From an optimization exercise on the open Yosys and OpenROAD flow, aimed at small area, a short achievable clock period and few clock cycles per item; shortcuts taken in it are not production practice.
No run shown here included a check of the RTL's function; only the layout flow was run.
Power figures rest on the tool's default switching activity, not on a simulated workload.

==> flow/design.v, too long to show whole: its modules and the start of the top module <==
// module zlc_tilechk: 95 lines
// module tc_header_a: 121 lines
// module tc_header_b: 17 lines
// module tc_xmin: 29 lines
// module tc_nm1: 267 lines
// module tc_crc_step: 1622 lines
module zlc_tilechk (
    input  wire         clk,
    input  wire         rst,          
    input  wire [15:0]  cfg_lenm1,    
    input  wire         in_valid,
    output wire         in_ready,
    input  wire [255:0] in_data,      
    input  wire         in_first,
    input  wire         in_last,
    output wire         res_valid,
    output wire [2:0]   res_check,    
    output wire [31:0]  res_crc       
);
  // ...
==> flow/flow/run.sh <==
#!/bin/bash
# Standard layout, with the ports buffered by sky130_fd_sc_hd__buf_2
# instead of the buffer that buffer_ports picks by default, and ORFS's timing
# repair aiming at a setup slack of SETUP_SLACK_MARGIN ns at the design's period.
set -e
export BUFFER_PORTS_ARGS="-buffer_cell sky130_fd_sc_hd__buf_2"
export SETUP_SLACK_MARGIN=36.0
bash standard.sh > standard.log 2>&1
==> flow/standard.sh <==
#!/bin/bash
# synth_recipe.tcl (not shown) runs the flow's synth.tcl, then flattens the netlist and writes it again
# the make line also repeats each setting of config.mk as NAME=value (left out here)
make -C /OpenROAD-flow-scripts/flow DESIGN_CONFIG=/design/flow/config.mk WORK_HOME=/design/flow/orfs CLKGATE_MAP_FILE= SYNTH_SCRIPT=/design/flow/synth_recipe.tcl "${@:-finish}"
==> flow/config.mk <==
export PLATFORM = sky130hd
export DESIGN_NAME = zlc_tilechk
export DESIGN_NICKNAME = zlc_tilechk
export VERILOG_FILES = /design/flow/design.v
export SDC_FILE = /design/flow/constraint.sdc
export NUM_CORES = 4
export LEC_CHECK = 0
export ABC_CLOCK_PERIOD_IN_PS = 30000
export CAP_MARGIN = 20
export CORE_MARGIN = 2
export CORE_UTILIZATION = 40
export SLEW_MARGIN = 20
==> flow/constraint.sdc <==
create_clock -name core_clock -period 50.0 [get_ports {clk}]
set_input_delay 10.0000 -clock core_clock [delete_from_list [all_inputs] [get_ports {clk}]]
set_output_delay 10.0000 -clock core_clock [all_outputs]
set_load 0.01 [all_outputs]
==> flow_metrics.env, run 1 <==
export IMPL_yosys_area_top_type="xnor2_1"
export IMPL_r2r_end="y_q[3]$_DFFE_PP_"
export IMPL_seqPwrFrac=0.103
export IMPL_grt_start_max_net_pins=48
export IMPL_wl_met1_um=60800
export IMPL_clkCellAreaFrac=0.0188
export IMPL_leakage_nw=11.4
export IMPL_combPwrFrac=0.849
export IMPL_synth_area_leaders="xnor2_1, xor2_1, edfxtp_1"
export IMPL_fin_crit_sh=0.278
export IMPL_seq_power_uw=271
export IMPL_finClkSkew_ns=0.0108
export IMPL_cp_max_fo=4
export IMPL_crit_path_cell_trace="buf_2, xor2_1, xnor2_1, xnor2_1, xnor2_1, xnor2_1, xnor2_1, xnor2_1, xnor2_1, xnor2_1, xnor2_1"
export IMPL_synth_top_family_by_area="XOR/XNOR gates"
export IMPL_grt_pass1_wl_um=197000
export IMPL_design_final_nets=3683
export IMPL_synth_distinct_cells=73
export IMPL_io_pins=314
export IMPL_drc=0
export IMPL_period_needed_ns=13.91
export IMPL_synth_commonest_cells="xnor2_1, xor2_1, inv_1, nand2_1, clkbuf_1"
export IMPL_outcome="timing/DRC/antenna clean"
export IMPL_hold_path_class="reg -> reg"
export IMPL_crit_start="in_data[227]"
export IMPL_hold_violations=0
export IMPL_mostFrequentLayoutCell="xnor2_1"
export IMPL_sw_frac_of_total=0.547
export IMPL_final_cells=4149
export IMPL_finalSetupTns_ns=0
export IMPL_syn_area_per_cell_sq_um=9.14
export IMPL_numCtsBuffers=17
export IMPL_power_group_top="combinational logic"
export IMPL_area_growth_pct=10.9
export IMPL_antenna_found_initial=3
export IMPL_ys_seq_elements=129
export IMPL_n_all_buffers=341
export IMPL_p_int_mw=1.19
export IMPL_grt_busiest_layer="met2"
export IMPL_wire_per_inst_um=36.2
export IMPL_use_met2=0.594
==> module zlc_tilechk, before the edit <==
module zlc_tilechk (
    input  wire         clk,
    input  wire         rst,          
    input  wire [15:0]  cfg_lenm1,    
    input  wire         in_valid,
    output wire         in_ready,
    input  wire [255:0] in_data,      
    input  wire         in_first,
    input  wire         in_last,
    output wire         res_valid,
    output wire [2:0]   res_check,    
    output wire [31:0]  res_crc       
);
    assign in_ready = 1'b1;
    reg         v_q;                  
    reg         last_q, first_q;
    reg         hdr_q;                
    reg         hold_q;               
    reg  [31:0] y_q;                  
    reg  [31:0] field_q;              
    reg         poison_q;             
    reg         ok_a_q, bounds_q, big_q, nnz0_q;
    reg  [13:0] nm1_q, nnzm1_q;
    reg  [6:0]  lx_q, hx_q;
    reg  [1:0]  kv_q;
    reg  [2:0]  hfail_q;              
    reg  [7:0]  rem_q;                
    wire        hdr_now = v_q ? last_q : hold_q;
    wire        take    = in_valid && !rst;
    wire        after_hdr = hdr_q && !hdr_now;
    wire [31:0] s_in = hdr_now ? 32'hFFFF_FFFF :
                       hdr_q   ? field_q : y_q;
    wire [31:0] u_in = after_hdr ? y_q : 32'd0;
    wire [31:0] y_n;
    tc_crc_step u_crc (
        .s (s_in),
        .d (in_data),
        .u (u_in),
        .y (y_n)
    );
    wire        ok_a, bounds_ok, big, nnz0;
    wire [13:0] nm1, nnzm1;
    wire [6:0]  lx, hx;
    wire [1:0]  kv;
    tc_header_a u_hdr_a (
        .hdr (in_data), .lenm1 (cfg_lenm1),
        .ok_a (ok_a), .bounds_ok (bounds_ok), .nm1 (nm1), .big (big),
        .kv (kv), .lx (lx), .hx (hx), .nnzm1 (nnzm1), .nnz0 (nnz0)
    );
    always @(posedge clk) begin
        v_q      <= take;
        last_q   <= in_last;
        first_q  <= in_first;
        poison_q <= in_data[10];
        ok_a_q   <= ok_a;
        bounds_q <= bounds_ok;
        big_q    <= big;
        nm1_q    <= nm1;
        kv_q     <= kv;
        lx_q     <= lx;
        hx_q     <= hx;
        nnzm1_q  <= nnzm1;
        nnz0_q   <= nnz0;
        hold_q   <= rst || hdr_now;
        if (take) begin
            y_q   <= y_n;
            hdr_q <= hdr_now;
            if (hdr_now) begin
                field_q <= in_data[255:224];
                rem_q   <= {1'b0, in_data[22:16]} + 8'd1;    
            end else if (rem_q != 8'hFF) begin
                rem_q   <= rem_q - 8'd1;
            end
        end
    end
    wire hvalid;
    tc_header_b u_hdr_b (
        .ok_a (ok_a_q), .nm1 (nm1_q), .big (big_q), .kv (kv_q), .lx (lx_q), .hx (hx_q),
        .nnzm1 (nnzm1_q), .nnz0 (nnz0_q), .valid (hvalid)
    );
    wire [2:0] hcode = !first_q  ? 3'd1 :
                       !hvalid   ? 3'd2 :
                       !bounds_q ? 3'd3 :
                       poison_q  ? 3'd4 : 3'd0;
    always @(posedge clk) begin
        if (v_q && hdr_q)
            hfail_q <= hcode;
    end
    assign res_valid = v_q && last_q;
    assign res_check = hdr_q               ? ((hcode != 3'd0) ? hcode : 3'd5) :
                       (hfail_q != 3'd0)   ? hfail_q :
                       (rem_q != 8'd0)     ? 3'd5 :
                       (y_q != ~field_q)   ? 3'd6 : 3'd0;
    assign res_crc   = ~y_q;
endmodule
==> module tc_header_a, before the edit <==
module tc_header_a (
    input  wire [255:0] hdr,        
    input  wire [15:0]  lenm1,      
    output wire         ok_a,       
    output wire         bounds_ok,  
    output wire [13:0]  nm1,        
    output wire         big,        
    output wire [1:0]   kv,         
    output wire [6:0]   lx,         
    output wire [6:0]   hx,         
    output wire [13:0]  nnzm1,      
    output wire         nnz0        
);
    wire [31:0] w0 = hdr[31:0];
    wire [31:0] w1 = hdr[63:32];
    wire [31:0] w2 = hdr[95:64];
    wire [31:0] w4 = hdr[159:128];
    wire [31:0] w6 = hdr[223:192];
    wire [3:0]  fmt      = w0[3:0];
    wire [1:0]  bs       = w0[5:4];
    wire [1:0]  rnd      = w0[7:6];
    wire        c_bit    = w0[8];
    wire        d_bit    = w0[9];
    wire [3:0]  hver     = w0[15:12];
    wire [6:0]  pum1     = w0[22:16];
    wire [12:0] rowsm1   = w1[12:0];
    wire [12:0] colsm1   = w1[28:16];
    wire [13:0] nnz      = w2[13:0];
    wire [19:0] src_id   = w4[19:0];
    wire [3:0]  src_kind = w4[23:20];
    wire wide16  = (fmt[2:1] == 2'd0);                     
    wire narrow4 = fmt[2] & fmt[0];                        
    wire c1 = (hver == 4'd1);
    wire c2 = (rnd != 2'd3) && !(wide16 && (bs != 2'd0 || rnd != 2'd0)) && !fmt[3];
    wire c3 = !(c_bit && d_bit);
    wire c4 = (src_kind <= 4'd2) &&
              !(src_kind == 4'd1 && src_id[19:6] != 14'd0) &&
              !(src_kind == 4'd2 && src_id != 20'd0);
    wire c5 = (w0[31:23] == 9'd0) && (w1[15:13] == 3'd0) && (w1[31:29] == 3'd0) &&
              (w2[31:14] == 18'd0) && (w4[31:24] == 8'd0) && (w6 == 32'd0);
    wire [7:0] r_div, c_div;            
    genvar k;
    generate
        for (k = 0; k < 8; k = k + 1) begin : g_div
            if (k == 0) begin : g0
                assign r_div[k] = 1'b1;
                assign c_div[k] = 1'b1;
            end else begin : gk
                assign r_div[k] = &rowsm1[k-1:0];
                assign c_div[k] = &colsm1[k-1:0];
            end
        end
    endgenerate
    wire [7:0] n_div;                   
    generate
        for (k = 0; k < 8; k = k + 1) begin : g_ndiv
            if (k < 4) begin : glo
                assign n_div[k] = 1'b1;
            end else begin : ghi
                wire [k:0] t;
                genvar i;
                for (i = 0; i <= k; i = i + 1) begin : g_t
                    assign t[i] = r_div[i] & c_div[k-i];
                end
                assign n_div[k] = |t;
            end
        end
    endgenerate
    wire c6 = wide16 || n_div[4 + bs];
    wire        r_small = (rowsm1[12:7] == 6'd0);
    wire        c_small = (colsm1[12:7] == 6'd0);
    tc_nm1 u_nm1 (.r (rowsm1), .c (colsm1), .nm1 (nm1));
    wire [13:0] lead;
    generate
        for (k = 0; k < 14; k = k + 1) begin : g_lead
            assign lead[k] = ({1'b0, rowsm1} >= (14'd1 << k) - 14'd1) &&
                             ({1'b0, colsm1} >= (14'd1 << (13 - k)) - 14'd1);
        end
    endgenerate
    assign big = (|lead) | (!r_small && !c_small);
    wire [6:0] xmin;
    wire       exact_x;
    tc_xmin u_xmin (.pum1 (pum1), .j ({1'b0, bs} + (narrow4 ? 3'd3 : 3'd4)), .xmin (xmin), .exact (exact_x));
    reg [6:0] xmax;
    always @(*) begin
        case ({narrow4, bs})
            3'b000: xmax = 7'd119;    
            3'b001: xmax = 7'd123;    
            3'b010: xmax = 7'd125;    
            3'b011: xmax = 7'd126;    
            3'b100: xmax = 7'd112;    
            3'b101: xmax = 7'd119;    
            3'b110: xmax = 7'd123;    
            default: xmax = 7'd125;   
        endcase
    end
    reg [6:0] lx_r, hx_r;
    reg       exact;
    always @(*) begin
        if (wide16) begin                                  
            lx_r  = pum1;
            hx_r  = c_bit ? 7'd127 : pum1;
            exact = 1'b1;
        end else if (pum1 == 7'd0) begin                   
            lx_r  = 7'd0;
            hx_r  = xmax;
            exact = 1'b0;
        end else begin                                     
            lx_r  = xmin;
            hx_r  = c_bit ? xmax : xmin;
            exact = exact_x;
        end
    end
    assign lx = lx_r;
    assign hx = hx_r;
    assign kv = wide16 ? 2'd0 : narrow4 ? 2'd2 : 2'd1;
    assign ok_a  = c1 & c2 & c3 & c4 & c5 & c6 & (c_bit | exact);
    assign nnzm1 = nnz - 14'd1;
    assign nnz0  = (nnz == 14'd0);
    assign bounds_ok = ({4'd0, pum1, 5'h1F} <= lenm1);
endmodule
==> run 2, diff against run 1 <==
--- a/flow/design.v
+++ b/flow/design.v
@@ -18,16 +18,17 @@
     reg         hold_q;               
     reg  [31:0] y_q;                  
     reg  [31:0] field_q;              
     reg         poison_q;             
     reg         ok_a_q, bounds_q, big_q, nnz0_q;
     reg  [13:0] nm1_q, nnzm1_q;
     reg  [6:0]  lx_q, hx_q;
     reg  [1:0]  kv_q;
+    reg  [6:0]  pum1_q;
     reg  [2:0]  hfail_q;              
     reg  [7:0]  rem_q;                
     wire        hdr_now = v_q ? last_q : hold_q;
     wire        take    = in_valid && !rst;
     wire        after_hdr = hdr_q && !hdr_now;
     wire [31:0] s_in = hdr_now ? 32'hFFFF_FFFF :
                        hdr_q   ? field_q : y_q;
     wire [31:0] u_in = after_hdr ? y_q : 32'd0;
@@ -56,45 +57,48 @@
         bounds_q <= bounds_ok;
         big_q    <= big;
         nm1_q    <= nm1;
         kv_q     <= kv;
         lx_q     <= lx;
         hx_q     <= hx;
         nnzm1_q  <= nnzm1;
         nnz0_q   <= nnz0;
+        pum1_q   <= in_data[22:16];
         hold_q   <= rst || hdr_now;
         if (take) begin
             y_q   <= y_n;
             hdr_q <= hdr_now;
-            if (hdr_now) begin
+            if (hdr_now)
                 field_q <= in_data[255:224];
-                rem_q   <= {1'b0, in_data[22:16]} + 8'd1;    
-            end else if (rem_q != 8'hFF) begin
-                rem_q   <= rem_q - 8'd1;
-            end
         end
     end
     wire hvalid;
     tc_header_b u_hdr_b (
         .ok_a (ok_a_q), .nm1 (nm1_q), .big (big_q), .kv (kv_q), .lx (lx_q), .hx (hx_q),
         .nnzm1 (nnzm1_q), .nnz0 (nnz0_q), .valid (hvalid)
     );
     wire [2:0] hcode = !first_q  ? 3'd1 :
                        !hvalid   ? 3'd2 :
                        !bounds_q ? 3'd3 :
                        poison_q  ? 3'd4 : 3'd0;
     always @(posedge clk) begin
-        if (v_q && hdr_q)
-            hfail_q <= hcode;
+        if (v_q) begin
+            if (hdr_q) begin
+                hfail_q <= hcode;
+                rem_q   <= {1'b0, pum1_q} + 8'd1;
+            end else if (rem_q != 8'hFF) begin
+                rem_q   <= rem_q - 8'd1;
+            end
+        end
     end
     assign res_valid = v_q && last_q;
     assign res_check = hdr_q               ? ((hcode != 3'd0) ? hcode : 3'd5) :
                        (hfail_q != 3'd0)   ? hfail_q :
-                       (rem_q != 8'd0)     ? 3'd5 :
+                       (rem_q != 8'd1)     ? 3'd5 :
                        (y_q != ~field_q)   ? 3'd6 : 3'd0;
     assign res_crc   = ~y_q;
 endmodule
 module tc_header_a (
     input  wire [255:0] hdr,        
     input  wire [15:0]  lenm1,      
     output wire         ok_a,       
     output wire         bounds_ok,  
@@ -159,17 +163,17 @@
                 end
                 assign n_div[k] = |t;
             end
         end
     endgenerate
     wire c6 = wide16 || n_div[4 + bs];
     wire        r_small = (rowsm1[12:7] == 6'd0);
     wire        c_small = (colsm1[12:7] == 6'd0);
-    tc_nm1 u_nm1 (.r (rowsm1), .c (colsm1), .nm1 (nm1));
+    tc_nm1 u_nm1 (.r (rowsm1), .c (colsm1), .r_small (r_small), .nm1 (nm1));
     wire [13:0] lead;
     generate
         for (k = 0; k < 14; k = k + 1) begin : g_lead
             assign lead[k] = ({1'b0, rowsm1} >= (14'd1 << k) - 14'd1) &&
                              ({1'b0, colsm1} >= (14'd1 << (13 - k)) - 14'd1);
         end
     endgenerate
     assign big = (|lead) | (!r_small && !c_small);
@@ -258,226 +262,175 @@
         endcase
     end
     assign xmin  = pum1 + {3'b111, ~q};    
     assign exact = ex;
 endmodule
 module tc_nm1 (
     input  wire [12:0] r,
     input  wire [12:0] c,
+    input  wire        r_small,    
     output wire [13:0] nm1
 );
-    wire p1 = (r[5] & c[6]) ^ (r[6] & c[5]);
-    wire p2 = (r[5] & c[6]) & (r[6] & c[5]);
-    wire p3 = (r[6] & c[6]) ^ (r[7] & c[5]) ^ (c[7] & r[5]);
-    wire p4 = ((r[6] & c[6]) & (r[7] & c[5])) | ((c[7] & r[5]) & ((r[6] & c[6]) ^ (r[7] & c[5])));
-    wire p5 = (r[8] & c[4]) ^ (c[8] & r[4]);
-    wire p6 = (r[8] & c[4]) & (c[8] & r[4]);
-    wire p7 = (r[7] & c[6]) ^ (c[7] & r[6]);
-    wire p8 = (r[7] & c[6]) & (c[7] & r[6]);
-    wire p9 = (r[1] & c[6]) ^ (r[2] & c[5]);
-    wire p10 = (r[1] & c[6]) & (r[2] & c[5]);
-    wire p11 = (r[2] & c[6]) ^ (r[3] & c[5]) ^ (r[4] & c[4]);
-    wire p12 = ((r[2] & c[6]) & (r[3] & c[5])) | ((r[4] & c[4]) & ((r[2] & c[6]) ^ (r[3] & c[5])));
-    wire p13 = (r[5] & c[3]) ^ (r[6] & c[2]);
-    wire p14 = (r[5] & c[3]) & (r[6] & c[2]);
-    wire p15 = (r[3] & c[6]) ^ (r[4] & c[5]) ^ (r[5] & c[4]);
-    wire p16 = ((r[3] & c[6]) & (r[4] & c[5])) | ((r[5] & c[4]) & ((r[3] & c[6]) ^ (r[4] & c[5])));
-    wire p17 = (r[6] & c[3]) ^ (r[7] & c[2]) ^ (c[7] & r[2]);
-    wire p18 = ((r[6] & c[3]) & (r[7] & c[2])) | ((c[7] & r[2]) & ((r[6] & c[3]) ^ (r[7] & c[2])));
-    wire p19 = (r[8] & c[1]) ^ (c[8] & r[1]);
-    wire p20 = (r[8] & c[1]) & (c[8] & r[1]);
-    wire p21 = (r[4] & c[6]) ^ (r[5] & c[5]) ^ (r[6] & c[4]);
-    wire p22 = ((r[4] & c[6]) & (r[5] & c[5])) | ((r[6] & c[4]) & ((r[4] & c[6]) ^ (r[5] & c[5])));
-    wire p23 = (r[7] & c[3]) ^ (c[7] & r[3]) ^ (r[8] & c[2]);
-    wire p24 = ((r[7] & c[3]) & (c[7] & r[3])) | ((r[8] & c[2]) & ((r[7] & c[3]) ^ (c[7] & r[3])));
-    wire p25 = (c[8] & r[2]) ^ (r[9] & c[1]) ^ (c[9] & r[1]);
-    wire p26 = ((c[8] & r[2]) & (r[9] & c[1])) | ((c[9] & r[1]) & ((c[8] & r[2]) ^ (r[9] & c[1])));
-    wire p27 = (r[10] & c[0]) ^ (c[10] & r[0]);
-    wire p28 = (r[10] & c[0]) & (c[10] & r[0]);
-    wire p29 = p1 ^ (r[7] & c[4]) ^ (c[7] & r[4]);
-    wire p30 = (p1 & (r[7] & c[4])) | ((c[7] & r[4]) & (p1 ^ (r[7] & c[4])));
-    wire p31 = (r[8] & c[3]) ^ (c[8] & r[3]) ^ (r[9] & c[2]);
-    wire p32 = ((r[8] & c[3]) & (c[8] & r[3])) | ((r[9] & c[2]) & ((r[8] & c[3]) ^ (c[8] & r[3])));
-    wire p33 = (c[9] & r[2]) ^ (r[10] & c[1]) ^ (c[10] & r[1]);
-    wire p34 = ((c[9] & r[2]) & (r[10] & c[1])) | ((c[10] & r[1]) & ((c[9] & r[2]) ^ (r[10] & c[1])));
-    wire p35 = (r[11] & c[0]) ^ (c[11] & r[0]) ^ r[11];
-    wire p36 = ((r[11] & c[0]) & (c[11] & r[0])) | (r[11] & ((r[11] & c[0]) ^ (c[11] & r[0])));
-    wire p37 = p2 ^ p3 ^ p5;
-    wire p38 = (p2 & p3) | (p5 & (p2 ^ p3));
-    wire p39 = (r[9] & c[3]) ^ (c[9] & r[3]) ^ (r[10] & c[2]);
-    wire p40 = ((r[9] & c[3]) & (c[9] & r[3])) | ((r[10] & c[2]) & ((r[9] & c[3]) ^ (c[9] & r[3])));
-    wire p41 = (c[10] & r[2]) ^ (r[11] & c[1]) ^ (c[11] & r[1]);
-    wire p42 = ((c[10] & r[2]) & (r[11] & c[1])) | ((c[11] & r[1]) & ((c[10] & r[2]) ^ (r[11] & c[1])));
-    wire p43 = (r[12] & c[0]) ^ (c[12] & r[0]) ^ r[12];
-    wire p44 = ((r[12] & c[0]) & (c[12] & r[0])) | (r[12] & ((r[12] & c[0]) ^ (c[12] & r[0])));
-    wire p45 = p4 ^ p6 ^ p7;
-    wire p46 = (p4 & p6) | (p7 & (p4 ^ p6));
-    wire p47 = (r[8] & c[5]) ^ (c[8] & r[5]) ^ (r[9] & c[4]);
-    wire p48 = ((r[8] & c[5]) & (c[8] & r[5])) | ((r[9] & c[4]) & ((r[8] & c[5]) ^ (c[8] & r[5])));
-    wire p49 = (c[9] & r[4]) ^ (r[10] & c[3]) ^ (c[10] & r[3]);
-    wire p50 = ((c[9] & r[4]) & (r[10] & c[3])) | ((c[10] & r[3]) & ((c[9] & r[4]) ^ (r[10] & c[3])));
-    wire p51 = (r[11] & c[2]) ^ (c[11] & r[2]) ^ (r[12] & c[1]);
-    wire p52 = ((r[11] & c[2]) & (c[11] & r[2])) | ((r[12] & c[1]) & ((r[11] & c[2]) ^ (c[11] & r[2])));
-    wire p53 = (r[0] & c[4]) ^ (r[1] & c[3]);
-    wire p54 = (r[0] & c[4]) & (r[1] & c[3]);
-    wire p55 = (r[0] & c[5]) ^ (r[1] & c[4]) ^ (r[2] & c[3]);
-    wire p56 = ((r[0] & c[5]) & (r[1] & c[4])) | ((r[2] & c[3]) & ((r[0] & c[5]) ^ (r[1] & c[4])));
-    wire p57 = (r[3] & c[2]) ^ (r[4] & c[1]);
-    wire p58 = (r[3] & c[2]) & (r[4] & c[1]);
-    wire p59 = (r[0] & c[6]) ^ (r[1] & c[5]) ^ (r[2] & c[4]);
-    wire p60 = ((r[0] & c[6]) & (r[1] & c[5])) | ((r[2] & c[4]) & ((r[0] & c[6]) ^ (r[1] & c[5])));
-    wire p61 = (r[3] & c[3]) ^ (r[4] & c[2]) ^ (r[5] & c[1]);
-    wire p62 = ((r[3] & c[3]) & (r[4] & c[2])) | ((r[5] & c[1]) & ((r[3] & c[3]) ^ (r[4] & c[2])));
-    wire p63 = (r[6] & c[0]) ^ r[6];
-    wire p64 = (r[6] & c[0]) & r[6];
-    wire p65 = p9 ^ (r[3] & c[4]) ^ (r[4] & c[3]);
-    wire p66 = (p9 & (r[3] & c[4])) | ((r[4] & c[3]) & (p9 ^ (r[3] & c[4])));
-    wire p67 = (r[5] & c[2]) ^ (r[6] & c[1]) ^ (r[7] & c[0]);
-    wire p68 = ((r[5] & c[2]) & (r[6] & c[1])) | ((r[7] & c[0]) & ((r[5] & c[2]) ^ (r[6] & c[1])));
-    wire p69 = (c[7] & r[0]) ^ r[7] ^ c[7];
-    wire p70 = ((c[7] & r[0]) & r[7]) | (c[7] & ((c[7] & r[0]) ^ r[7]));
-    wire p71 = p10 ^ p11 ^ p13;
-    wire p72 = (p10 & p11) | (p13 & (p10 ^ p11));
-    wire p73 = (r[7] & c[1]) ^ (c[7] & r[1]) ^ (r[8] & c[0]);
-    wire p74 = ((r[7] & c[1]) & (c[7] & r[1])) | ((r[8] & c[0]) & ((r[7] & c[1]) ^ (c[7] & r[1])));
-    wire p75 = (c[8] & r[0]) ^ r[8] ^ c[8];
-    wire p76 = ((c[8] & r[0]) & r[8]) | (c[8] & ((c[8] & r[0]) ^ r[8]));
-    wire p77 = p12 ^ p14 ^ p15;
-    wire p78 = (p12 & p14) | (p15 & (p12 ^ p14));
-    wire p79 = p17 ^ p19 ^ (r[9] & c[0]);
-    wire p80 = (p17 & p19) | ((r[9] & c[0]) & (p17 ^ p19));
-    wire p81 = (c[9] & r[0]) ^ r[9] ^ c[9];
-    wire p82 = ((c[9] & r[0]) & r[9]) | (c[9] & ((c[9] & r[0]) ^ r[9]));
-    wire p83 = p16 ^ p18 ^ p20;
-    wire p84 = (p16 & p18) | (p20 & (p16 ^ p18));
-    wire p85 = p21 ^ p23 ^ p25;
-    wire p86 = (p21 & p23) | (p25 & (p21 ^ p23));
-    wire p87 = p27 ^ r[10] ^ c[10];
-    wire p88 = (p27 & r[10]) | (c[10] & (p27 ^ r[10]));
-    wire p89 = p22 ^ p24 ^ p26;
-    wire p90 = (p22 & p24) | (p26 & (p22 ^ p24));
-    wire p91 = p28 ^ p29 ^ p31;
-    wire p92 = (p28 & p29) | (p31 & (p28 ^ p29));
-    wire p93 = p33 ^ p35 ^ c[11];
-    wire p94 = (p33 & p35) | (c[11] & (p33 ^ p35));
-    wire p95 = p30 ^ p32 ^ p34;
-    wire p96 = (p30 & p32) | (p34 & (p30 ^ p32));
-    wire p97 = p36 ^ p37 ^ p39;
-    wire p98 = (p36 & p37) | (p39 & (p36 ^ p37));
-    wire p99 = p41 ^ p43 ^ c[12];
-    wire p100 = (p41 & p43) | (c[12] & (p41 ^ p43));
-    wire p101 = p38 ^ p40 ^ p42;
-    wire p102 = (p38 & p40) | (p42 & (p38 ^ p40));
-    wire p103 = p44 ^ p45 ^ p47;
-    wire p104 = (p44 & p45) | (p47 & (p44 ^ p45));
-    wire p105 = p49 ^ p51 ^ (c[12] & r[1]);
-    wire p106 = (p49 & p51) | ((c[12] & r[1]) & (p49 ^ p51));
-    wire p107 = (r[0] & c[2]) ^ (r[1] & c[1]);
-    wire p108 = (r[0] & c[2]) & (r[1] & c[1]);
-    wire p109 = (r[0] & c[3]) ^ (r[1] & c[2]) ^ (r[2] & c[1]);
-    wire p110 = ((r[0] & c[3]) & (r[1] & c[2])) | ((r[2] & c[1]) & ((r[0] & c[3]) ^ (r[1] & c[2])));
-    wire p111 = (r[3] & c[0]) ^ r[3];
-    wire p112 = (r[3] & c[0]) & r[3];
-    wire p113 = p53 ^ (r[2] & c[2]) ^ (r[3] & c[1]);
-    wire p114 = (p53 & (r[2] & c[2])) | ((r[3] & c[1]) & (p53 ^ (r[2] & c[2])));
-    wire p115 = (r[4] & c[0]) ^ r[4] ^ c[4];
-    wire p116 = ((r[4] & c[0]) & r[4]) | (c[4] & ((r[4] & c[0]) ^ r[4]));
-    wire p117 = p54 ^ p55 ^ p57;
-    wire p118 = (p54 & p55) | (p57 & (p54 ^ p55));
-    wire p119 = (r[5] & c[0]) ^ r[5] ^ c[5];
-    wire p120 = ((r[5] & c[0]) & r[5]) | (c[5] & ((r[5] & c[0]) ^ r[5]));
-    wire p121 = p56 ^ p58 ^ p59;
-    wire p122 = (p56 & p58) | (p59 & (p56 ^ p58));
-    wire p123 = p61 ^ p63 ^ c[6];
-    wire p124 = (p61 & p63) | (c[6] & (p61 ^ p63));
-    wire p125 = p60 ^ p62 ^ p64;
-    wire p126 = (p60 & p62) | (p64 & (p60 ^ p62));
-    wire p127 = p65 ^ p67 ^ p69;
-    wire p128 = (p65 & p67) | (p69 & (p65 ^ p67));
-    wire p129 = p66 ^ p68 ^ p70;
-    wire p130 = (p66 & p68) | (p70 & (p66 ^ p68));
-    wire p131 = p71 ^ p73 ^ p75;
-    wire p132 = (p71 & p73) | (p75 & (p71 ^ p73));
-    wire p133 = p72 ^ p74 ^ p76;
-    wire p134 = (p72 & p74) | (p76 & (p72 ^ p74));
-    wire p135 = p77 ^ p79 ^ p81;
-    wire p136 = (p77 & p79) | (p81 & (p77 ^ p79));
-    wire p137 = p78 ^ p80 ^ p82;
-    wire p138 = (p78 & p80) | (p82 & (p78 ^ p80));
-    wire p139 = p83 ^ p85 ^ p87;
-    wire p140 = (p83 & p85) | (p87 & (p83 ^ p85));
-    wire p141 = p84 ^ p86 ^ p88;
-    wire p142 = (p84 & p86) | (p88 & (p84 ^ p86));
-    wire p143 = p89 ^ p91 ^ p93;
-    wire p144 = (p89 & p91) | (p93 & (p89 ^ p91));
-    wire p145 = p90 ^ p92 ^ p94;
-    wire p146 = (p90 & p92) | (p94 & (p90 ^ p92));
-    wire p147 = p95 ^ p97 ^ p99;
-    wire p148 = (p95 & p97) | (p99 & (p95 ^ p97));
-    wire p149 = p96 ^ p98 ^ p100;
-    wire p150 = (p96 & p98) | (p100 & (p96 ^ p98));
-    wire p151 = p101 ^ p103 ^ p105;
-    wire p152 = (p101 & p103) | (p105 & (p101 ^ p103));
-    wire p153 = (r[0] & c[1]) ^ (r[1] & c[0]);
-    wire p154 = (r[0] & c[1]) & (r[1] & c[0]);
-    wire p155 = p107 ^ (r[2] & c[0]) ^ r[2];
-    wire p156 = (p107 & (r[2] & c[0])) | (r[2] & (p107 ^ (r[2] & c[0])));
-    wire p157 = p108 ^ p109 ^ p111;
-    wire p158 = (p108 & p109) | (p111 & (p108 ^ p109));
-    wire p159 = p110 ^ p112 ^ p113;
-    wire p160 = (p110 & p112) | (p113 & (p110 ^ p112));
-    wire p161 = p114 ^ p116 ^ p117;
-    wire p162 = (p114 & p116) | (p117 & (p114 ^ p116));
-    wire p163 = p118 ^ p120 ^ p121;
-    wire p164 = (p118 & p120) | (p121 & (p118 ^ p120));
-    wire p165 = p122 ^ p124 ^ p125;
-    wire p166 = (p122 & p124) | (p125 & (p122 ^ p124));
-    wire p167 = p126 ^ p128 ^ p129;
-    wire p168 = (p126 & p128) | (p129 & (p126 ^ p128));
-    wire p169 = p130 ^ p132 ^ p133;
-    wire p170 = (p130 & p132) | (p133 & (p130 ^ p132));
-    wire p171 = p134 ^ p136 ^ p137;
-    wire p172 = (p134 & p136) | (p137 & (p134 ^ p136));
-    wire p173 = p138 ^ p140 ^ p141;
-    wire p174 = (p138 & p140) | (p141 & (p138 ^ p140));
-    wire p175 = p142 ^ p144 ^ p145;
-    wire p176 = (p142 & p144) | (p145 & (p142 ^ p144));
-    wire p177 = p146 ^ p148 ^ p149;
-    wire p178 = (p146 & p148) | (p149 & (p146 ^ p148));
-    wire p179 = (r[0] & c[0]) ^ r[0];
-    wire p180 = (r[0] & c[0]) & r[0];
-    wire p181 = p153 ^ r[1] ^ c[1];
-    wire p182 = (p153 & r[1]) | (c[1] & (p153 ^ r[1]));
-    wire p183 = p154 ^ p155 ^ c[2];
-    wire p184 = (p154 & p155) | (c[2] & (p154 ^ p155));
-    wire p185 = p156 ^ p157 ^ c[3];
-    wire p186 = (p156 & p157) | (c[3] & (p156 ^ p157));
-    wire p187 = p158 ^ p159 ^ p115;
-    wire p188 = (p158 & p159) | (p115 & (p158 ^ p159));
-    wire p189 = p160 ^ p161 ^ p119;
-    wire p190 = (p160 & p161) | (p119 & (p160 ^ p161));
-    wire p191 = p162 ^ p163 ^ p123;
-    wire p192 = (p162 & p163) | (p123 & (p162 ^ p163));
-    wire p193 = p164 ^ p165 ^ p127;
-    wire p194 = (p164 & p165) | (p127 & (p164 ^ p165));
-    wire p195 = p166 ^ p167 ^ p131;
-    wire p196 = (p166 & p167) | (p131 & (p166 ^ p167));
-    wire p197 = p168 ^ p169 ^ p135;
-    wire p198 = (p168 & p169) | (p135 & (p168 ^ p169));
-    wire p199 = p170 ^ p171 ^ p139;
-    wire p200 = (p170 & p171) | (p139 & (p170 ^ p171));
-    wire p201 = p172 ^ p173 ^ p143;
-    wire p202 = (p172 & p173) | (p143 & (p172 ^ p173));
-    wire p203 = p174 ^ p175 ^ p147;
-    wire p204 = (p174 & p175) | (p147 & (p174 ^ p175));
-    wire p205 = p176 ^ p177 ^ p151;
-    wire p206 = (p176 & p177) | (p151 & (p176 ^ p177));
-    wire [13:0] sa = {p204, p202, p200, p198, p196, p194, p192, p190, p188, p186, p184, p182, p180, p179};
-    wire [13:0] sb = {p205, p203, p201, p199, p197, p195, p193, p191, p189, p187, p185, p183, p181, c[0]};
+    wire [6:0]  m_lo = r_small ? r[6:0] : c[6:0];
+    wire [12:0] m_hi = r_small ? c : r;
+    wire p1 = (m_lo[0] & m_hi[4]) ^ (m_lo[1] & m_hi[3]);
+    wire p2 = (m_lo[0] & m_hi[4]) & (m_lo[1] & m_hi[3]);
+    wire p3 = (m_lo[0] & m_hi[5]) ^ (m_lo[1] & m_hi[4]) ^ (m_lo[2] & m_hi[3]);
+    wire p4 = ((m_lo[0] & m_hi[5]) & (m_lo[1] & m_hi[4])) | ((m_lo[2] & m_hi[3]) & ((m_lo[0] & m_hi[5]) ^ (m_lo[1] & m_hi[4])));
+    wire p5 = (m_lo[3] & m_hi[2]) ^ (m_lo[4] & m_hi[1]);
+    wire p6 = (m_lo[3] & m_hi[2]) & (m_lo[4] & m_hi[1]);
+    wire p7 = (m_lo[0] & m_hi[6]) ^ (m_lo[1] & m_hi[5]) ^ (m_lo[2] & m_hi[4]);
+    wire p8 = ((m_lo[0] & m_hi[6]) & (m_lo[1] & m_hi[5])) | ((m_lo[2] & m_hi[4]) & ((m_lo[0] & m_hi[6]) ^ (m_lo[1] & m_hi[5])));
+    wire p9 = (m_lo[3] & m_hi[3]) ^ (m_lo[4] & m_hi[2]) ^ (m_lo[5] & m_hi[1]);
+    wire p10 = ((m_lo[3] & m_hi[3]) & (m_lo[4] & m_hi[2])) | ((m_lo[5] & m_hi[1]) & ((m_lo[3] & m_hi[3]) ^ (m_lo[4] & m_hi[2])));
+    wire p11 = (m_lo[6] & m_hi[0]) ^ r[6];
+    wire p12 = (m_lo[6] & m_hi[0]) & r[6];
+    wire p13 = (m_lo[0] & m_hi[7]) ^ (m_lo[1] & m_hi[6]) ^ (m_lo[2] & m_hi[5]);
+    wire p14 = ((m_lo[0] & m_hi[7]) & (m_lo[1] & m_hi[6])) | ((m_lo[2] & m_hi[5]) & ((m_lo[0] & m_hi[7]) ^ (m_lo[1] & m_hi[6])));
+    wire p15 = (m_lo[3] & m_hi[4]) ^ (m_lo[4] & m_hi[3]) ^ (m_lo[5] & m_hi[2]);
+    wire p16 = ((m_lo[3] & m_hi[4]) & (m_lo[4] & m_hi[3])) | ((m_lo[5] & m_hi[2]) & ((m_lo[3] & m_hi[4]) ^ (m_lo[4] & m_hi[3])));
+    wire p17 = (m_lo[6] & m_hi[1]) ^ r[7] ^ c[7];
+    wire p18 = ((m_lo[6] & m_hi[1]) & r[7]) | (c[7] & ((m_lo[6] & m_hi[1]) ^ r[7]));
+    wire p19 = (m_lo[0] & m_hi[8]) ^ (m_lo[1] & m_hi[7]) ^ (m_lo[2] & m_hi[6]);
+    wire p20 = ((m_lo[0] & m_hi[8]) & (m_lo[1] & m_hi[7])) | ((m_lo[2] & m_hi[6]) & ((m_lo[0] & m_hi[8]) ^ (m_lo[1] & m_hi[7])));
+    wire p21 = (m_lo[3] & m_hi[5]) ^ (m_lo[4] & m_hi[4]) ^ (m_lo[5] & m_hi[3]);
+    wire p22 = ((m_lo[3] & m_hi[5]) & (m_lo[4] & m_hi[4])) | ((m_lo[5] & m_hi[3]) & ((m_lo[3] & m_hi[5]) ^ (m_lo[4] & m_hi[4])));
+    wire p23 = (m_lo[6] & m_hi[2]) ^ r[8] ^ c[8];
+    wire p24 = ((m_lo[6] & m_hi[2]) & r[8]) | (c[8] & ((m_lo[6] & m_hi[2]) ^ r[8]));
+    wire p25 = (m_lo[0] & m_hi[9]) ^ (m_lo[1] & m_hi[8]) ^ (m_lo[2] & m_hi[7]);
+    wire p26 = ((m_lo[0] & m_hi[9]) & (m_lo[1] & m_hi[8])) | ((m_lo[2] & m_hi[7]) & ((m_lo[0] & m_hi[9]) ^ (m_lo[1] & m_hi[8])));
+    wire p27 = (m_lo[3] & m_hi[6]) ^ (m_lo[4] & m_hi[5]) ^ (m_lo[5] & m_hi[4]);
+    wire p28 = ((m_lo[3] & m_hi[6]) & (m_lo[4] & m_hi[5])) | ((m_lo[5] & m_hi[4]) & ((m_lo[3] & m_hi[6]) ^ (m_lo[4] & m_hi[5])));
+    wire p29 = (m_lo[6] & m_hi[3]) ^ r[9] ^ c[9];
+    wire p30 = ((m_lo[6] & m_hi[3]) & r[9]) | (c[9] & ((m_lo[6] & m_hi[3]) ^ r[9]));
+    wire p31 = (m_lo[0] & m_hi[10]) ^ (m_lo[1] & m_hi[9]) ^ (m_lo[2] & m_hi[8]);
+    wire p32 = ((m_lo[0] & m_hi[10]) & (m_lo[1] & m_hi[9])) | ((m_lo[2] & m_hi[8]) & ((m_lo[0] & m_hi[10]) ^ (m_lo[1] & m_hi[9])));
+    wire p33 = (m_lo[3] & m_hi[7]) ^ (m_lo[4] & m_hi[6]) ^ (m_lo[5] & m_hi[5]);
+    wire p34 = ((m_lo[3] & m_hi[7]) & (m_lo[4] & m_hi[6])) | ((m_lo[5] & m_hi[5]) & ((m_lo[3] & m_hi[7]) ^ (m_lo[4] & m_hi[6])));
+    wire p35 = (m_lo[6] & m_hi[4]) ^ r[10] ^ c[10];
+    wire p36 = ((m_lo[6] & m_hi[4]) & r[10]) | (c[10] & ((m_lo[6] & m_hi[4]) ^ r[10]));
+    wire p37 = (m_lo[0] & m_hi[11]) ^ (m_lo[1] & m_hi[10]) ^ (m_lo[2] & m_hi[9]);
+    wire p38 = ((m_lo[0] & m_hi[11]) & (m_lo[1] & m_hi[10])) | ((m_lo[2] & m_hi[9]) & ((m_lo[0] & m_hi[11]) ^ (m_lo[1] & m_hi[10])));
+    wire p39 = (m_lo[3] & m_hi[8]) ^ (m_lo[4] & m_hi[7]) ^ (m_lo[5] & m_hi[6]);
+    wire p40 = ((m_lo[3] & m_hi[8]) & (m_lo[4] & m_hi[7])) | ((m_lo[5] & m_hi[6]) & ((m_lo[3] & m_hi[8]) ^ (m_lo[4] & m_hi[7])));
+    wire p41 = (m_lo[6] & m_hi[5]) ^ r[11] ^ c[11];
+    wire p42 = ((m_lo[6] & m_hi[5]) & r[11]) | (c[11] & ((m_lo[6] & m_hi[5]) ^ r[11]));
+    wire p43 = (m_lo[0] & m_hi[12]) ^ (m_lo[1] & m_hi[11]) ^ (m_lo[2] & m_hi[10]);
+    wire p44 = ((m_lo[0] & m_hi[12]) & (m_lo[1] & m_hi[11])) | ((m_lo[2] & m_hi[10]) & ((m_lo[0] & m_hi[12]) ^ (m_lo[1] & m_hi[11])));
+    wire p45 = (m_lo[3] & m_hi[9]) ^ (m_lo[4] & m_hi[8]) ^ (m_lo[5] & m_hi[7]);
+    wire p46 = ((m_lo[3] & m_hi[9]) & (m_lo[4] & m_hi[8])) | ((m_lo[5] & m_hi[7]) & ((m_lo[3] & m_hi[9]) ^ (m_lo[4] & m_hi[8])));
+    wire p47 = (m_lo[6] & m_hi[6]) ^ r[12] ^ c[12];
+    wire p48 = ((m_lo[6] & m_hi[6]) & r[12]) | (c[12] & ((m_lo[6] & m_hi[6]) ^ r[12]));
+    wire p49 = (m_lo[1] & m_hi[12]) ^ (m_lo[2] & m_hi[11]) ^ (m_lo[3] & m_hi[10]);
+    wire p50 = ((m_lo[1] & m_hi[12]) & (m_lo[2] & m_hi[11])) | ((m_lo[3] & m_hi[10]) & ((m_lo[1] & m_hi[12]) ^ (m_lo[2] & m_hi[11])));
+    wire p51 = (m_lo[4] & m_hi[9]) ^ (m_lo[5] & m_hi[8]);
+    wire p52 = (m_lo[4] & m_hi[9]) & (m_lo[5] & m_hi[8]);
+    wire p53 = (m_lo[0] & m_hi[2]) ^ (m_lo[1] & m_hi[1]);
+    wire p54 = (m_lo[0] & m_hi[2]) & (m_lo[1] & m_hi[1]);
+    wire p55 = (m_lo[0] & m_hi[3]) ^ (m_lo[1] & m_hi[2]) ^ (m_lo[2] & m_hi[1]);
+    wire p56 = ((m_lo[0] & m_hi[3]) & (m_lo[1] & m_hi[2])) | ((m_lo[2] & m_hi[1]) & ((m_lo[0] & m_hi[3]) ^ (m_lo[1] & m_hi[2])));
+    wire p57 = (m_lo[3] & m_hi[0]) ^ r[3];
+    wire p58 = (m_lo[3] & m_hi[0]) & r[3];
+    wire p59 = p1 ^ (m_lo[2] & m_hi[2]) ^ (m_lo[3] & m_hi[1]);
+    wire p60 = (p1 & (m_lo[2] & m_hi[2])) | ((m_lo[3] & m_hi[1]) & (p1 ^ (m_lo[2] & m_hi[2])));
+    wire p61 = (m_lo[4] & m_hi[0]) ^ r[4] ^ c[4];
+    wire p62 = ((m_lo[4] & m_hi[0]) & r[4]) | (c[4] & ((m_lo[4] & m_hi[0]) ^ r[4]));
+    wire p63 = p2 ^ p3 ^ p5;
+    wire p64 = (p2 & p3) | (p5 & (p2 ^ p3));
+    wire p65 = (m_lo[5] & m_hi[0]) ^ r[5] ^ c[5];
+    wire p66 = ((m_lo[5] & m_hi[0]) & r[5]) | (c[5] & ((m_lo[5] & m_hi[0]) ^ r[5]));
+    wire p67 = p4 ^ p6 ^ p7;
+    wire p68 = (p4 & p6) | (p7 & (p4 ^ p6));
+    wire p69 = p9 ^ p11 ^ c[6];
+    wire p70 = (p9 & p11) | (c[6] & (p9 ^ p11));
+    wire p71 = p8 ^ p10 ^ p12;
+    wire p72 = (p8 & p10) | (p12 & (p8 ^ p10));
+    wire p73 = p13 ^ p15 ^ p17;
+    wire p74 = (p13 & p15) | (p17 & (p13 ^ p15));
+    wire p75 = p14 ^ p16 ^ p18;
+    wire p76 = (p14 & p16) | (p18 & (p14 ^ p16));
+    wire p77 = p19 ^ p21 ^ p23;
+    wire p78 = (p19 & p21) | (p23 & (p19 ^ p21));
+    wire p79 = p20 ^ p22 ^ p24;
+    wire p80 = (p20 & p22) | (p24 & (p20 ^ p22));
+    wire p81 = p25 ^ p27 ^ p29;
+    wire p82 = (p25 & p27) | (p29 & (p25 ^ p27));
+    wire p83 = p26 ^ p28 ^ p30;
+    wire p84 = (p26 & p28) | (p30 & (p26 ^ p28));
+    wire p85 = p31 ^ p33 ^ p35;
+    wire p86 = (p31 & p33) | (p35 & (p31 ^ p33));
+    wire p87 = p32 ^ p34 ^ p36;
+    wire p88 = (p32 & p34) | (p36 & (p32 ^ p34));
+    wire p89 = p37 ^ p39 ^ p41;
+    wire p90 = (p37 & p39) | (p41 & (p37 ^ p39));
+    wire p91 = p38 ^ p40 ^ p42;
+    wire p92 = (p38 & p40) | (p42 & (p38 ^ p40));
+    wire p93 = p43 ^ p45 ^ p47;
+    wire p94 = (p43 & p45) | (p47 & (p43 ^ p45));
+    wire p95 = p44 ^ p46 ^ p48;
+    wire p96 = (p44 & p46) | (p48 & (p44 ^ p46));
+    wire p97 = p49 ^ p51 ^ (m_lo[6] & m_hi[7]);
+    wire p98 = (p49 & p51) | ((m_lo[6] & m_hi[7]) & (p49 ^ p51));
+    wire p99 = (m_lo[0] & m_hi[1]) ^ (m_lo[1] & m_hi[0]);
+    wire p100 = (m_lo[0] & m_hi[1]) & (m_lo[1] & m_hi[0]);
+    wire p101 = p53 ^ (m_lo[2] & m_hi[0]) ^ r[2];
+    wire p102 = (p53 & (m_lo[2] & m_hi[0])) | (r[2] & (p53 ^ (m_lo[2] & m_hi[0])));
+    wire p103 = p54 ^ p55 ^ p57;
+    wire p104 = (p54 & p55) | (p57 & (p54 ^ p55));
+    wire p105 = p56 ^ p58 ^ p59;
+    wire p106 = (p56 & p58) | (p59 & (p56 ^ p58));
+    wire p107 = p60 ^ p62 ^ p63;
+    wire p108 = (p60 & p62) | (p63 & (p60 ^ p62));
+    wire p109 = p64 ^ p66 ^ p67;
+    wire p110 = (p64 & p66) | (p67 & (p64 ^ p66));
+    wire p111 = p68 ^ p70 ^ p71;
+    wire p112 = (p68 & p70) | (p71 & (p68 ^ p70));
+    wire p113 = p72 ^ p74 ^ p75;
+    wire p114 = (p72 & p74) | (p75 & (p72 ^ p74));
+    wire p115 = p76 ^ p78 ^ p79;
+    wire p116 = (p76 & p78) | (p79 & (p76 ^ p78));
+    wire p117 = p80 ^ p82 ^ p83;
+    wire p118 = (p80 & p82) | (p83 & (p80 ^ p82));
+    wire p119 = p84 ^ p86 ^ p87;
+    wire p120 = (p84 & p86) | (p87 & (p84 ^ p86));
+    wire p121 = p88 ^ p90 ^ p91;
+    wire p122 = (p88 & p90) | (p91 & (p88 ^ p90));
+    wire p123 = p92 ^ p94 ^ p95;
+    wire p124 = (p92 & p94) | (p95 & (p92 ^ p94));
+    wire p125 = (m_lo[0] & m_hi[0]) ^ r[0];
+    wire p126 = (m_lo[0] & m_hi[0]) & r[0];
+    wire p127 = p99 ^ r[1] ^ c[1];
+    wire p128 = (p99 & r[1]) | (c[1] & (p99 ^ r[1]));
+    wire p129 = p100 ^ p101 ^ c[2];
+    wire p130 = (p100 & p101) | (c[2] & (p100 ^ p101));
+    wire p131 = p102 ^ p103 ^ c[3];
+    wire p132 = (p102 & p103) | (c[3] & (p102 ^ p103));
+    wire p133 = p104 ^ p105 ^ p61;
+    wire p134 = (p104 & p105) | (p61 & (p104 ^ p105));
+    wire p135 = p106 ^ p107 ^ p65;
+    wire p136 = (p106 & p107) | (p65 & (p106 ^ p107));
+    wire p137 = p108 ^ p109 ^ p69;
+    wire p138 = (p108 & p109) | (p69 & (p108 ^ p109));
+    wire p139 = p110 ^ p111 ^ p73;
+    wire p140 = (p110 & p111) | (p73 & (p110 ^ p111));
+    wire p141 = p112 ^ p113 ^ p77;
+    wire p142 = (p112 & p113) | (p77 & (p112 ^ p113));
+    wire p143 = p114 ^ p115 ^ p81;
+    wire p144 = (p114 & p115) | (p81 & (p114 ^ p115));
+    wire p145 = p116 ^ p117 ^ p85;
+    wire p146 = (p116 & p117) | (p85 & (p116 ^ p117));
+    wire p147 = p118 ^ p119 ^ p89;
+    wire p148 = (p118 & p119) | (p89 & (p118 ^ p119));
+    wire p149 = p120 ^ p121 ^ p93;
+    wire p150 = (p120 & p121) | (p93 & (p120 ^ p121));
+    wire p151 = p122 ^ p123 ^ p97;
+    wire p152 = (p122 & p123) | (p97 & (p122 ^ p123));
+    wire [13:0] sa = {p150, p148, p146, p144, p142, p140, p138, p136, p134, p132, p130, p128, p126, p125};
+    wire [13:0] sb = {p151, p149, p147, p145, p143, p141, p139, p137, p135, p133, p131, p129, p127, c[0]};
     wire [13:0] g0 = sa & sb;
     wire [13:0] p0 = sa ^ sb;
     wire g1_1 = g0[1] | (p0[1] & g0[0]);
     wire p1_1 = p0[1] & p0[0];
     wire g1_3 = g0[3] | (p0[3] & g0[2]);
     wire p1_3 = p0[3] & p0[2];
     wire g1_5 = g0[5] | (p0[5] & g0[4]);
     wire p1_5 = p0[5] & p0[4];
==> run 2 against run 1 <==
  * Power rose by 1.3%
  * Routed wire length up 3.8%
  * Cell count fell by 0.41%
  * Setup slack got worse by 0.80 ns
  * Core utilization is 1.4 points higher
  * Sequential share of layout area is 0.54 points higher
  * Final area is 0.77% lower
  * Global-route usage increased by 3.3 points
  * Synthesized cell count is 1.8% lower
  * Critical path type unchanged
  * Largest power group unchanged
==> flow_metrics.env, run 2 <==
export IMPL_synth_area_sq_um=26600
export IMPL_r2r_end="y_q[7]$_DFFE_PP_"
export IMPL_outcome="timing/DRC/antenna clean"
export IMPL_r2r_setup_slack_ns=43.86
export IMPL_finalWirelength_um=156000
export IMPL_async_flop_share=0
export IMPL_required_ns=50.35
export IMPL_synth_most_common_cell="xnor2_1"
export IMPL_cts_sinks=136
export IMPL_cp_max_fo=5
export IMPL_fp_dieW_um=262
export IMPL_grt_use_total=0.449
export IMPL_yosys_area_top_type="xnor2_1"
export IMPL_ys_flop_type="edfxtp_1"
export IMPL_synth_distinct_cells=76
export IMPL_grt_pass1_wl_um=201000
export IMPL_ys_seq_elements=136
export IMPL_die_height_um=262
export IMPL_finalSetupTns_ns=0
export IMPL_period_needed_ns=14.71
export IMPL_numCtsBuffers=17
export IMPL_start_kind="primary input"
export IMPL_place_ws_ns=34.08
export IMPL_ir_drop_mv=0.0712
export IMPL_drt_pass1_iter_count=6
export IMPL_placed_cell_area_sq_um=29100
export IMPL_hold_violations=0
export IMPL_cp_end_kind="register"
export IMPL_crit_family="adder cells"
export IMPL_hold_path_class="reg -> reg"
export IMPL_ant_nets=0
export IMPL_critPathKind="in -> reg"
export IMPL_reg_top3="field_q x32, y_q x32"
export IMPL_htreeDepth=4
export IMPL_gr_total_overflow=0
export IMPL_min_delay_start="first_q$_DFF_P_"
export IMPL_antenna_found_initial=5
export IMPL_fin_util=0.461
export IMPL_synth_area_leaders="xnor2_1, xor2_1, edfxtp_1"
export IMPL_floorplan_initialDensity=0.404
export IMPL_syn_area_per_cell_sq_um=8.97
export IMPL_mostFrequentLayoutCell="xnor2_1"
export IMPL_crit_buf_inv=8
export IMPL_synth_cells=2961
export IMPL_power_mw=2.66
export IMPL_layout_setup_ws_ns=35.29
export IMPL_leakage_nw=11.2
export IMPL_crit_top_cell="fa_1"
export IMPL_clock_latency_ns=0.45
export IMPL_cap_violations=0
export IMPL_hpwl_um=136000
export IMPL_cts_tree="yes"
export IMPL_clockBufferDepth=2
export IMPL_synth_commonest_cells="xnor2_1, xor2_1, inv_1, nand2_1, nor2_1"
export IMPL_area_growth_pct=14.1
export IMPL_synth_edf_count=76
export IMPL_avgViaCountPerCell=5.74
export IMPL_io_buffers=312
export IMPL_num_vias=23700
export IMPL_grt_start_max_net_pins=62
export IMPL_drtIter0Drc=3857
export IMPL_wire_per_inst_um=37.7
export IMPL_rsz0062_at_grt="true"
export IMPL_slowest_stage="fa_1"
export IMPL_crit_path_cell_trace="buf_12, or3_4, nand2b_4, nor3_4, buf_6, buf_16, buf_8, mux2i_4, nor2_2, fa_1, fa_1, fa_1, inv_1, fa_1, inv_2, ha_4, o21a_1, o21ai_2, buf_4, and2_4, fa_2, inv_1"
export IMPL_critPathArrivalTime_ns=15.06
export IMPL_cellPowerDensity_nw_per_um2=87.8
export IMPL_slew_violations=0
export IMPL_dieArea_sq_um=68500
export IMPL_final_cell_mix="xnor2_1, xor2_1, buf_2"
export IMPL_yosysSeqAreaShare=0.131
export IMPL_r2r_start="v_q$_DFF_P_"
export IMPL_path_clk_slew_ns=0.06
export IMPL_cts_root_buf="clkbuf_16"
export IMPL_drive_gt1_frac=0.182
export IMPL_grt_pass1_vias=22000
export IMPL_tightest_slew_ns=1.33
export IMPL_setup_violations=0
export IMPL_core_region_area_sq_um=65700
export IMPL_fmaxAchievable_mhz=68.0
export IMPL_num_rows=94
export IMPL_design_final_nets=3661
export IMPL_final_area_sq_um=30300
export IMPL_hold_end="hfail_q[0]$_DFFE_PP_"
export IMPL_slowest_delay_ns=0.55
export IMPL_yosysWarnings=3
export IMPL_gp_congestion=1.11
export IMPL_r2r_cells=12
export IMPL_min_path_cells=1
export IMPL_finClkSkew_ns=0.0151
export IMPL_yosysTopAreaCellShare=0.408
export IMPL_max_slew_margin=0.105
export IMPL_drc=0
export IMPL_fin_crit_sh=0.294
export IMPL_io_pins=314
-- run 2: cell types whose count changed after synthesis, moves of 11 or more --
cell	previous run	this run
xnor2_1	1214	1239
and2_1	55	10
fa_1	82	69
o211ai_1	15	34
clkbuf_1	91	78
xnor2_2	56	40
a21oi_1	43	54
nor4_1	31	42
nor2_1	79	91
xor2_1	357	334
-- run 2: per-stage QoR --
stage / instances / hold WS [ns]
floorplan: 2962 / 0.478
global placement: 4066 / 0.543
detailed placement: 4066 / 0.534
CTS: 4124 / 0.545
global route: 4130 / 0.564
finish: 4132 / 0.547
-- run 2: worst max-delay path by stage --
stage / startpoint / end / slack [ns] / cells after the start
finish: in_data[44] / nm1_q[8]$_DFF_P_ / 35.29 / 22
global route: in_data[44] / nm1_q[11]$_DFF_P_ / 35.07 / 25
CTS: in_data[44] / nm1_q[11]$_DFF_P_ / 35.23 / 25
detailed placement: in_data[42] / nm1_q[13]$_DFF_P_ / 34.08 / 25
global placement: in_data[42] / nm1_q[12]$_DFF_P_ / 34.16 / 25
floorplan: in_data[42] / nm1_q[12]$_DFF_P_ / 34.91 / 27
-- run 2: cell families (layout without fill, tap and decap cells) --
group | after synthesis | count (layout) | share of synthesized area
multiplexers | 28 | 28 | 0.0112
other | 1 | 4 | 0.000141
buffers and inverters | 296 | 600 | 0.0445
flip-flops | 136 | 136 | 0.131
adder cells (fa/ha/maj) | 135 | 135 | 0.0827
XOR/XNOR | 1676 | 1676 | 0.589
AO/OA/AOI/OAI | 252 | 252 | 0.0625
AND/OR/NAND/NOR | 437 | 437 | 0.0794
-- run 2: worst reg2reg max path, cell delays in order (launching register included) --
cell and delay [ns]:
dfxtp_1 0.43, mux2i_4 0.25, buf_4 0.54, and2_4 0.66, nand2_1 0.17, xnor2_1 0.97, xnor2_1 0.36, xor2_1 0.79
xnor2_1 0.41, xnor2_1 0.45, xnor2_1 0.18, xnor3_1 0.25, xor2_1 0.43
-- run 2: repair_timing --
item	CTS	global route
pin swaps	17	28
setup endpoints to repair	13	13
gates cloned	2	0
hold buffers	0	0
setup buffers	24	6
resized for setup	49	32
-- run 2: report_power, final --
part / total, mW / internal, mW / switching (mW)
Clock: 0.125 / 0.0694 / 0.0558
Sequential: 0.280 / 0.225 / 0.0553
Combinational: 2.26 / 0.895 / 1.36
-- run 2: routing by layer --
layer | vias up | GRT usage | share of wire
met5 | - | 0 | 0.00020
li1 | 9968 | - | -
met1 | 11500 | 0.607 | 0.41
met2 | 1801 | 0.617 | 0.39
met3 | 416 | 0.157 | 0.13
met4 | 4 | 0.246 | 0.069
-- run 2: final cells by class --
type	count	area, sq um
repair buffers	378	2190
well taps	864	1080
multi-input cells	2530	22300
flip-flops and latches	136	3480
clock buffers	18	429
diodes	2	5.00
fillers	6594	35400
clock inverters	14	136
inverters	190	713

-- port drivers added, routing unchanged --
How much do the figures lean on ideal ports? The routed layouts below were timed once more, with nothing changed but the port constraints. Step 1: set_driving_cell puts a clkbuf_16 on clk and a buf_2 on each other input, an assumption about the parent block. Step 2 also shifts input and output timing later by t, the mid clock arrival at the registers, as if the neighbouring blocks saw the same clock. Slacks: ideal / step 1 / step 2; pairs: ideal / step 1.
| run | t, ns | setup WS [ns] | worst setup path at the end |
|---|---|---|---|
| run 1 | 0.492 | 36.089 / 36.116 / 35.624 | input to register |
| run 2 | 0.492 | 35.291 / 35.291 / 34.798 | input to register |
After both steps setup and hold are still met in every run listed. The setup slack of run 2, which loses most, moves by 0.000 ns with the drivers and by -0.493 ns with both steps.
